Source: an optimization exercise on an open RTL-to-GDS flow (aim: small area, a short achievable clock period and few clock cycles per item). Production flows keep margins and buffers that such runs may drop.
The RTL was checked by simulation tests, not by an equivalence proof against the original design.
Power figures rest on the tool's default switching activity, not on a simulated workload.

== alpha ==
Design spindle_lane, start of the top module:
module spindle_lane (
    input  wire        clk,
    input  wire        rst,
    input  wire        in_valid,
    output wire        in_ready,
    input  wire [2:0]  in_op,
    input  wire        in_acc,
    input  wire [15:0] in_a,
    input  wire [1:0]  in_a_tag,
    input  wire [15:0] in_b,
    input  wire [1:0]  in_b_tag,
    input  wire [3:0]  in_shift,
    input  wire        in_i32,
    output reg         out_valid,
    output reg  [31:0] out_data,
    output reg  [1:0]  out_tag,
    output reg         out_cond_valid,
    output reg  [1:0]  out_cond
);
Settings: LEC_CHECK=0, CAP_MARGIN=20, CORE_MARGIN=2, CORE_UTILIZATION=40, SLEW_MARGIN=20; clock period 12.0 ns.
standard.sh (not shown) runs the stock make flow with config.mk's settings and CLKGATE_MAP_FILE= SYNTH_SCRIPT=/design/flow/synth_recipe.tcl, a recipe that flattens the netlist after the stock synthesis.
==> flow/flow/run.sh <==
#!/bin/bash
# The standard layout (standard.sh: ORFS synthesis to finish), with
# these make settings on top:
#  - CTS_*: clock-tree clustering;
set -euo pipefail
bash standard.sh SETUP_SLACK_MARGIN=8.7 CORE_UTILIZATION=80 PLACE_DENSITY=0.86 CTS_CLUSTER_SIZE=25 CTS_CLUSTER_DIAMETER=200 'BUFFER_PORTS_ARGS=-buffer_cell sky130_fd_sc_hd__buf_1' finish > standard.log 2>&1
Testbench counts of alpha, summed over its fixed seeds: cycles 24,103, items 24,079.
Relative to alpha, the following input files were edited for beta:
==> flow/flow/run.sh <==
#!/bin/bash
# The standard layout (standard.sh: ORFS synthesis to finish), with
# these make settings on top:
#  - CTS_*: clock-tree clustering;
set -euo pipefail
bash standard.sh SETUP_SLACK_MARGIN=8.6 CORE_UTILIZATION=70 PLACE_DENSITY=0.78 CTS_CLUSTER_SIZE=25 CTS_CLUSTER_DIAMETER=200 'BUFFER_PORTS_ARGS=-buffer_cell sky130_fd_sc_hd__buf_1' finish > standard.log 2>&1
## What came out
Final area: higher on alpha
beta vs. alpha: wire length of the first global-routing pass has decreased, XOR/XNOR share of the synthesized area comparable.
Summary — sum of buffers and inverters on the critical path, beta relative to alpha: lower, by 2.
Looking at combinational power across alpha and beta, the one that comes out higher is alpha.
Going from alpha to beta, wire length went down by 15%, clock skew shows an increase of 0.0072 ns.
Compared with alpha, in beta wire length on met3 -50%, area enclosed by the die boundary grew by 14%.

---

spindle_lane again, from the RTL that the note above started with.
==> flow/config.mk <==
export PLATFORM = sky130hd
export DESIGN_NAME = spindle_lane
export DESIGN_NICKNAME = spindle_lane
export VERILOG_FILES = /design/flow/design.v
export SDC_FILE = /design/flow/constraint.sdc
export NUM_CORES = 4
export LEC_CHECK = 0
export CAP_MARGIN = 20
export CORE_MARGIN = 2
export CORE_UTILIZATION = 40
export SLEW_MARGIN = 20
==> flow/constraint.sdc <==
create_clock -name core_clock -period 12.0 [get_ports {clk}]
set_input_delay 2.4000 -clock core_clock [delete_from_list [all_inputs] [get_ports {clk}]]
set_output_delay 2.4000 -clock core_clock [all_outputs]
set_load 0.01 [all_outputs]
==> flow/flow/run.sh <==
#!/bin/bash
# The standard layout (standard.sh: ORFS synthesis to finish), with
# these make settings on top:
#  - CTS_*: clock-tree clustering;
set -euo pipefail
bash standard.sh SETUP_SLACK_MARGIN=8.3 CORE_UTILIZATION=70 PLACE_DENSITY=0.78 CTS_CLUSTER_SIZE=25 CTS_CLUSTER_DIAMETER=200 'BUFFER_PORTS_ARGS=-buffer_cell sky130_fd_sc_hd__buf_1' finish > standard.log 2>&1
The first run ran to the end with no violations.
Testbench counts at the start, summed over its fixed seeds: cycles 24,103, items 24,079.
==> next run, changes <==
==> flow/flow/run.sh (replaced) <==
#!/bin/bash
# The standard layout (standard.sh: ORFS synthesis to finish), with
# these make settings on top:
#  - CTS_*: clock-tree clustering;
set -euo pipefail
bash standard.sh SETUP_SLACK_MARGIN=8.7 CORE_UTILIZATION=70 PLACE_DENSITY=0.78 CTS_CLUSTER_SIZE=25 CTS_CLUSTER_DIAMETER=200 'BUFFER_PORTS_ARGS=-buffer_cell sky130_fd_sc_hd__buf_1' finish > standard.log 2>&1
Result: Synthesized cell count is unchanged. Synthesized area does not change. Cell area goes up by a few percent. Sequential power stays flat. Final cell count goes up slightly. Routed wire length goes up slightly. Setup slack improved by 0.28 ns. Count of clock-buffer cells in the layout goes up by 1.
==> next run, changes <==
==> flow/flow/run.sh (replaced) <==
#!/bin/bash
# The standard layout (standard.sh: ORFS synthesis to finish), with
# these make settings on top:
#  - CTS_*: clock-tree clustering;
set -euo pipefail
bash standard.sh SETUP_SLACK_MARGIN=8.5 CORE_UTILIZATION=70 PLACE_DENSITY=0.78 CTS_CLUSTER_SIZE=25 CTS_CLUSTER_DIAMETER=200 'BUFFER_PORTS_ARGS=-buffer_cell sky130_fd_sc_hd__buf_1' finish > standard.log 2>&1
=> Hold slack improves by 0.021 ns. Critical path depth went up by 9. Wire length fell by 0.82%. Design area is lower by 3.2%. Final cell count falls by 0.82%. Area after synthesis is unchanged. Power drops by 3.5%. Core utilization went down by 2.5 points. Non-clock buffer count drops by 18. Worst setup slack loses 0.069 ns. Via count shrinks by 1.3%.
==> next run, changes <==
==> flow/flow/run.sh (replaced) <==
#!/bin/bash
# The standard layout (standard.sh: ORFS synthesis to finish), with
# these make settings on top:
#  - CTS_*: clock-tree clustering;
set -euo pipefail
bash standard.sh SETUP_SLACK_MARGIN=8.6 CORE_UTILIZATION=70 PLACE_DENSITY=0.78 CTS_CLUSTER_SIZE=32 CTS_CLUSTER_DIAMETER=200 'BUFFER_PORTS_ARGS=-buffer_cell sky130_fd_sc_hd__buf_1' finish > standard.log 2>&1
=> The changed run produced a clean layout. Die area stays the same. Worst setup slack gains 0.040 ns. Hold slack is about the same. Synthesized area is unchanged. Clock power goes down by 12%. Design area goes up by 0.47%. First-iteration DRC count goes up by 25%. Final cell count is about the same.

static timing again, ports no longer ideal:
No port has a modelled driver above. Below, the same layouts with a new extraction and two added sets of constraints. Step 1 (the two cells are an assumption about what drives the block):
set clk [get_ports {clk}]
set_driving_cell -lib_cell sky130_fd_sc_hd__clkbuf_16 $clk
set_driving_cell -lib_cell sky130_fd_sc_hd__buf_2 [delete_from_list [all_inputs] $clk]
Step 2 adds t to the input delays and takes it off the output delays; t is the mean of the earliest and latest rising clock arrival at the registers after step 1. Input paths then give back, and output paths get back, about the clock's delay inside the block. a / b / c = ideal / step 1 / step 2; a / b = the first two.
run | shift t [ns] | slack for setup (ns) | worst setup path after step 2 | clock arrival spread, ns | worst register clock-pin slew, ns
alpha | 0.549 | 8.393 / 8.393 / 8.326 | input to register | 0.027 / 0.027 | 0.10 / 0.10
beta | 0.536 | 8.631 / 8.580 / 8.272 | input to register | 0.034 / 0.034 | 0.10 / 0.10
the first run of note 2 | 0.547 | 8.371 / 8.371 / 7.938 | input to register | 0.029 / 0.030 | 0.10 / 0.10
the second run of note 2 | 0.534 | 8.651 / 8.605 / 8.389 | input to register | 0.029 / 0.029 | 0.10 / 0.10
the third run of note 2 | 0.536 | 8.582 / 8.565 / 8.106 | input to register | 0.030 / 0.031 | 0.10 / 0.10
the fourth run of note 2 | 0.531 | 8.622 / 8.577 / 8.288 | input to register | 0.016 / 0.016 | 0.12 / 0.12
After both steps setup and hold are still met in every run listed. The setup slack of the third run of note 2, which loses most, moves by -0.017 ns with the drivers and by -0.476 ns with both steps.
